Source: an optimization exercise on an open RTL-to-GDS flow (aim: small area, a short achievable clock period and few clock cycles per item). Production flows keep margins and buffers that such runs may drop.
The RTL was checked by simulation tests, not by an equivalence proof against the original design.
Power figures rest on the tool's default switching activity, not on a simulated workload.

run A:
==> flow/design.v <==
module par_engine (
  input  wire        clk,
  input  wire        rst,
  input  wire        cmd_valid,
  output reg         cmd_ready,
  input  wire [1:0]  cmd_mode,     
  input  wire [4:0]  cmd_n,        
  input  wire [4:0]  cmd_a,        
  input  wire [4:0]  cmd_b,        
  input  wire [11:0] cmd_cols,     
  input  wire        in_valid,
  output reg         in_ready,
  input  wire [63:0] in_data,
  output reg         out_valid,
  input  wire        out_ready,
  output reg  [63:0] out_data,
  output reg         out_last
);
  localparam [1:0] M_GEN = 2'd0, M_UPD = 2'd1, M_REC = 2'd2;
  localparam [1:0] S_IDLE = 2'd0, S_DEC = 2'd1, S_SET = 2'd2, S_RUN = 2'd3;
  function automatic [7:0] mul_g(input [7:0] x);        
    mul_g = {x[6:0], 1'b0} ^ (x[7] ? 8'h1d : 8'h00);
  endfunction
  function automatic [7:0] mul_ginv(input [7:0] x);     
    mul_ginv = {1'b0, x[7:1]} ^ (x[0] ? 8'h8e : 8'h00);
  endfunction
  function automatic [63:0] mul_w(input [63:0] w, input [7:0] c);
    reg [7:0] cg [0:7];
    reg [7:0] acc;
    integer i, l;
    begin
      cg[0] = c;
      for (i = 1; i < 8; i = i + 1) cg[i] = mul_g(cg[i-1]);
      for (l = 0; l < 8; l = l + 1) begin
        acc = 8'h00;
        for (i = 0; i < 8; i = i + 1)
          if (w[8*l + i]) acc = acc ^ cg[i];
        mul_w[8*l +: 8] = acc;
      end
    end
  endfunction
  localparam [255:0] EXP_TAB = {
      8'hc0, 8'h60, 8'h30, 8'h18, 8'h0c, 8'h06, 8'h03, 8'h8f,
      8'hc9, 8'hea, 8'h75, 8'hb4, 8'h5a, 8'h2d, 8'h98, 8'h4c,
      8'h26, 8'h13, 8'h87, 8'hcd, 8'he8, 8'h74, 8'h3a, 8'h1d,
      8'h80, 8'h40, 8'h20, 8'h10, 8'h08, 8'h04, 8'h02, 8'h01};
  localparam [255:0] T_TAB = {
      8'h59, 8'h57, 8'h89, 8'hde, 8'haa, 8'hba, 8'h8e, 8'h02,
      8'hd2, 8'hb4, 8'he9, 8'hf2, 8'h63, 8'h26, 8'hdc, 8'h67,
      8'h8a, 8'hc0, 8'he4, 8'h85, 8'h74, 8'hfb, 8'ha9, 8'ha0,
      8'h54, 8'h5f, 8'hed, 8'h72, 8'h9d, 8'ha7, 8'hf4, 8'h00};
  function automatic [7:0] gf_exp(input [4:0] e);
    gf_exp = EXP_TAB[8*e +: 8];
  endfunction
  function automatic [7:0] tab_t(input [4:0] d);
    tab_t = T_TAB[8*d +: 8];
  endfunction
  reg [1:0]  state;
  reg [1:0]  mode;
  reg [4:0]  n;               
  reg [4:0]  last_k;          
  reg [4:0]  lo, hi;          
  reg        go_set;          
  reg [1:0]  set_ph;          
  reg        pa_dt, pa_p, pa_q;   
  reg        pb_dt, pb_p, pb_q;   
  reg        p_swap;          
  reg        sx;              
  reg        dd;              
  reg        bq;              
  reg        c_first_r;       
  reg        c_two;           
  reg [11:0] cols_left;
  reg        col_last;        
  reg [7:0]  alpha, beta;
  reg [4:0]  k;
  reg [7:0]  s;               
  reg [63:0] w1;              
  reg        v1;              
  reg [7:0]  c1;              
  reg        a1;              
  reg        first1;          
  reg        last1;           
  reg [63:0] acc_a, acc_r;
  reg        full;            
  reg        f_first_r, f_sec_x, f_two, f_last;
  reg [63:0] sec_data;
  reg        sec_valid, sec_last;
  wire rec = (mode == M_REC);
  wire upd = (mode == M_UPD);
  wire cmd_fire = cmd_valid && cmd_ready;
  wire in_fire  = in_valid && in_ready;
  wire cap      = full && !out_valid;
  wire       w_lost  = rec && (k == lo || k == hi);
  wire       w_data  = (k < n);
  wire       w_p     = (k == n);
  wire       w_last  = (k == last_k);
  wire [7:0] w_c     = w_lost ? 8'h00 :
                       w_data ? (s ^ beta) :
                       w_p    ? (upd ? 8'h00 : beta) :
                                (upd ? 8'h01 : alpha);
  wire        r_two   = rec && go_set;
  wire        r_swap  = r_two && p_swap;
  wire [4:0]  r_lo    = r_swap ? hi : lo;
  wire [4:0]  r_hi    = r_swap ? lo : hi;
  wire        r_lo_dt = r_swap ? pb_dt : pa_dt;
  wire        r_hi_p  = r_swap ? pa_p : pb_p;
  wire        r_hi_q  = r_swap ? pa_q : pb_q;
  wire        r_dd    = r_two && r_lo_dt && !r_hi_p && !r_hi_q;
  wire        r_sx    = r_two && r_lo_dt && !r_hi_q;
  wire        r_dq    = r_two && r_lo_dt && r_hi_q;
  wire        set_done = (set_ph == 2'd0) && !(sx && k != lo);
  wire        run_end  = in_fire && w_last && col_last;
  reg [1:0] state_nx;
  always @* begin
    state_nx = state;
    case (state)
      S_IDLE: if (cmd_fire) state_nx = S_DEC;
      S_DEC:  state_nx = go_set ? S_SET : S_RUN;
      S_SET:  if (set_done) state_nx = S_RUN;
      S_RUN:  if (run_end) state_nx = S_IDLE;
      default: state_nx = S_IDLE;
    endcase
  end
  wire full_nx      = (v1 && last1) ? 1'b1 : cap ? 1'b0 : full;
  wire out_valid_nx = cap ? 1'b1 :
                      (out_valid && out_ready && !sec_valid) ? 1'b0 : out_valid;
  wire run_nx       = (state == S_DEC && !go_set) || (state == S_SET && set_done) ||
                      (state == S_RUN && !run_end);
  always @(posedge clk) begin
    w1     <= in_data;
    c1     <= in_fire ? w_c : 8'h00;
    a1     <= in_fire && !w_lost && (w_data || w_p);
    first1 <= in_fire && (k == 5'd0);
    last1  <= w_last;
  end
  always @(posedge clk) begin
    acc_a <= (first1 ? 64'd0 : acc_a) ^ (a1 ? w1 : 64'd0);
    acc_r <= (first1 ? 64'd0 : acc_r) ^ mul_w(w1, c1);
    if (cap) begin
      out_data <= f_first_r ? acc_r : acc_a;
      sec_data <= f_sec_x ? (acc_a ^ acc_r) : acc_r;
    end else if (out_valid && out_ready && sec_valid) begin
      out_data <= sec_data;
    end
  end
  always @(posedge clk) begin
    if (rst) begin
      state     <= S_IDLE;
      cmd_ready <= 1'b1;
      in_ready  <= 1'b0;
      v1        <= 1'b0;
      full      <= 1'b0;
      out_valid <= 1'b0;
      out_last  <= 1'b0;
      sec_valid <= 1'b0;
    end else begin
      state     <= state_nx;
      cmd_ready <= (state == S_IDLE && !cmd_fire) || run_end;
      in_ready  <= run_nx && !((full_nx || (in_fire && w_last)) && out_valid_nx);
      v1        <= in_fire;
      full      <= full_nx;
      out_valid <= out_valid_nx;
      case (state)
        S_IDLE: if (cmd_fire) begin
          mode      <= cmd_mode;
          n         <= cmd_n;
          lo        <= cmd_a;
          hi        <= cmd_b;
          cols_left <= cmd_cols;
          col_last  <= (cmd_cols == 12'd1);
          go_set    <= (cmd_mode == M_UPD) || (cmd_mode == M_REC && cmd_b != 5'd31);
          last_k    <= (cmd_mode == M_GEN) ? cmd_n - 5'd1 :
                       (cmd_mode == M_UPD) ? 5'd3 : cmd_n + 5'd1;
          pa_dt     <= (cmd_a < cmd_n);
          pa_p      <= (cmd_a == cmd_n);
          pa_q      <= (cmd_a == cmd_n + 5'd1);
          pb_dt     <= (cmd_b < cmd_n);
          pb_p      <= (cmd_b == cmd_n);
          pb_q      <= (cmd_b == cmd_n + 5'd1);
          p_swap    <= (cmd_b < cmd_a);
        end
        S_DEC: begin
          n         <= upd ? 5'd2 : n;
          lo        <= (rec || upd) ? r_lo : 5'd31;
          hi        <= r_two ? r_hi : 5'd31;
          set_ph    <= 2'd2;
          sx        <= r_sx;
          dd        <= r_dd;
          bq        <= upd || r_dq;
          c_two     <= !rec || r_two;
          c_first_r <= rec && (r_two ? r_sx : pa_q);
          alpha     <= upd ? 8'h00 : 8'h01;
          beta      <= 8'h00;
          k         <= 5'd0;
          s         <= upd ? 8'h00 : 8'h01;
        end
        S_SET: begin
          if (set_ph == 2'd2) begin
            k      <= hi - lo;
            set_ph <= 2'd1;
          end else if (set_ph == 2'd1) begin
            if (dd) alpha <= tab_t(k);
            if (dd) beta  <= tab_t(k) ^ 8'h01;
            if (bq) beta  <= gf_exp(lo);
            k      <= 5'd0;
            set_ph <= 2'd0;
          end else begin
            if (sx && k != lo) alpha <= mul_ginv(alpha);
            k <= set_done ? 5'd0 : k + 5'd1;
          end
          s     <= alpha;
        end
        S_RUN: if (in_fire) begin
          k         <= w_last ? 5'd0 : k + 5'd1;
          s         <= w_last ? alpha : mul_g(s);
          if (w_last) begin
            cols_left <= cols_left - 12'd1;
            col_last  <= (cols_left == 12'd2);
          end
        end
        default: ;
      endcase
      if (in_fire && w_last) begin
        f_first_r <= c_first_r;
        f_sec_x   <= sx;
        f_two     <= c_two;
        f_last    <= col_last;
      end
      if (cap) begin
        out_last  <= f_last && !f_two;
        sec_valid <= f_two;
        sec_last  <= f_last;
      end else if (out_valid && out_ready && sec_valid) begin
        out_last  <= sec_last;
        sec_valid <= 1'b0;
      end
    end
  end
endmodule
==> flow/config.mk <==
export PLATFORM = sky130hd
export DESIGN_NAME = par_engine
export DESIGN_NICKNAME = par_engine
export VERILOG_FILES = /design/flow/design.v
export SDC_FILE = /design/flow/constraint.sdc
export NUM_CORES = 4
export LEC_CHECK = 0
export CAP_MARGIN = 20
export CORE_MARGIN = 2
export CORE_UTILIZATION = 65
export CTS_CLUSTER_DIAMETER = 100
export CTS_CLUSTER_SIZE = 20
export SLEW_MARGIN = 20
==> flow/constraint.sdc <==
create_clock -name core_clock -period 8.0 [get_ports {clk}]
set_input_delay 1.6000 -clock core_clock [delete_from_list [all_inputs] [get_ports {clk}]]
set_output_delay 1.6000 -clock core_clock [all_outputs]
set_load 0.01 [all_outputs]
standard.sh (not shown) runs the stock make flow with config.mk's settings and CLKGATE_MAP_FILE= SYNTH_SCRIPT=/design/flow/synth_recipe.tcl, a recipe that flattens the netlist after the stock synthesis.
==> flow/flow/run.sh <==
#!/bin/bash
# Layout: the standard ORFS flow (standard.sh) with three changes:
#  - synthesis maps with an area-oriented ABC script (flow/abc_map_area.script,
#    used in place of ORFS's abc_speed.script; the rest of synthesis, and so
#    the registers, are unchanged),
#  - setup repair aimed at 5 ns of slack (a 3 ns period),
#  - the smallest buffer cell for the port buffers.
# make's output goes to make.log in this folder; ORFS keeps its per-step logs
# under orfs/logs.
set -euo pipefail
rm -rf scripts_abc
cp -r "$FLOW_HOME/scripts" scripts_abc
cp flow/abc_map_area.script scripts_abc/abc_speed.script
bash standard.sh SCRIPTS_DIR="$PWD/scripts_abc" SETUP_SLACK_MARGIN=5 \
  "BUFFER_PORTS_ARGS=-buffer_cell sky130_fd_sc_hd__buf_1" finish > make.log 2>&1
==> flow/flow/abc_map_area.script <==
strash
dch
map -a
topo
Testbench counts of run A, summed over its fixed seeds: cycles 121,430, columns 10,233.
#### Input delta (run B over run A)
--- a/flow/config.mk
+++ b/flow/config.mk
@@ -8,6 +8,4 @@
 export CAP_MARGIN = 20
 export CORE_MARGIN = 2
-export CORE_UTILIZATION = 65
-export CTS_CLUSTER_DIAMETER = 100
-export CTS_CLUSTER_SIZE = 20
+export CORE_UTILIZATION = 55
 export SLEW_MARGIN = 20
- Taking run A as the reference, in run B setup slack of the critical path after layout went up 3.8 ps; first-iteration DRC count lost 257; cell depth of the worst setup path saw an increase; pre-CTS setup slack went down; placed wire-length estimate after detailed placement increased by 1100 microns relative to the old numbers.
- Changes observed in run B relative to run A: number of standard cells in the layout, taps in and fillers out went up; via count went down; count of endpoints failing setup in the final report did not really move.
- Comparing run B and run A, total power consumption of the routed design is lower on run A.
- In run B, routing usage on met1 is lower than in run A.
Modified inputs, run C compared to run B
--- a/flow/flow/run.sh
+++ b/flow/flow/run.sh
@@ -4,5 +4,5 @@
 #    used in place of ORFS's abc_speed.script; the rest of synthesis, and so
 #    the registers, are unchanged),
-#  - setup repair aimed at 5 ns of slack (a 3 ns period),
+#  - setup repair aimed at 4.7 ns of slack (a 3.3 ns period),
 #  - the smallest buffer cell for the port buffers.
 # make's output goes to make.log in this folder; ORFS keeps its per-step logs
@@ -12,4 +12,4 @@
 cp -r "$FLOW_HOME/scripts" scripts_abc
 cp flow/abc_map_area.script scripts_abc/abc_speed.script
-bash standard.sh SCRIPTS_DIR="$PWD/scripts_abc" SETUP_SLACK_MARGIN=5 \
+bash standard.sh SCRIPTS_DIR="$PWD/scripts_abc" SETUP_SLACK_MARGIN=4.7 \
   "BUFFER_PORTS_ARGS=-buffer_cell sky130_fd_sc_hd__buf_1" finish > make.log 2>&1
[summary]
Compared to run B, run C has global-route wire length before repair about 1.8% lower.
Looking at critical path startpoint, the k[4] result is from run B; the k[2] one comes from run C.
Run C against run B: count of pins on the block boundary held steady; global-route track usage on met1 fell 0.87 points; flip-flop and latch area did not really move.
Comparing via count for run B and run C, the smaller number came from run C.
Compared to run B, run C has area overhead of the layout relative to synthesis 1.3 points lower.
The combined area of the multi-input logic cells number comes out lower for run C vs run B.
Relative to run B, global-route usage has gone down in run C.
--- input diff run C..run D ---
--- a/flow/flow/run.sh
+++ b/flow/flow/run.sh
@@ -4,5 +4,5 @@
 #    used in place of ORFS's abc_speed.script; the rest of synthesis, and so
 #    the registers, are unchanged),
-#  - setup repair aimed at 4.7 ns of slack (a 3.3 ns period),
+#  - setup repair aimed at 5 ns of slack (a 3 ns period),
 #  - the smallest buffer cell for the port buffers.
 # make's output goes to make.log in this folder; ORFS keeps its per-step logs
@@ -12,4 +12,4 @@
 cp -r "$FLOW_HOME/scripts" scripts_abc
 cp flow/abc_map_area.script scripts_abc/abc_speed.script
-bash standard.sh SCRIPTS_DIR="$PWD/scripts_abc" SETUP_SLACK_MARGIN=4.7 \
+bash standard.sh SCRIPTS_DIR="$PWD/scripts_abc" SETUP_SLACK_MARGIN=5 \
   "BUFFER_PORTS_ARGS=-buffer_cell sky130_fd_sc_hd__buf_1" finish > make.log 2>&1
--- a/flow/config.mk
+++ b/flow/config.mk
@@ -9,3 +9,5 @@
 export CORE_MARGIN = 2
 export CORE_UTILIZATION = 55
+export CTS_CLUSTER_DIAMETER = 100
+export CTS_CLUSTER_SIZE = 20
 export SLEW_MARGIN = 20
--- outcome ---
Run D | status: complete | timing, DRC, antenna: pass
Per the comparison of run D with run C, share of the cycle needed by the critical path after routing saw a decrease; worst hold path cell count about even; via count has increased.

separate check: timing with driven ports:
Ports are ideal in the flow. The routed layouts listed here were re-timed in OpenROAD. Step 1: set_driving_cell puts a clkbuf_16 on clk and a buf_2 on each other input, an assumption about the parent block. Step 2 adds t to the input delays and takes it off the output delays; t is the mean of the earliest and latest rising clock arrival at the registers after step 1. Input paths then give back, and output paths get back, about the clock's delay inside the block. Three values: ideal, step 1, step 2; two values: the first two.
run | shift t [ns] | setup slack, ns | worst register clock-pin slew, ns
run A | 0.621 | 5.107 / 5.138 / 4.517 | 0.10 / 0.10
run B | 0.641 | 5.110 / 5.110 / 4.621 | 0.07 / 0.07
run C | 0.641 | 4.765 / 4.765 / 4.527 | 0.07 / 0.07
run D | 0.627 | 5.153 / 5.120 / 4.607 | 0.10 / 0.10
After both steps setup and hold are still met in every run listed. The setup slack of run A, which loses most, moves by +0.031 ns with the drivers and by -0.590 ns with both steps.
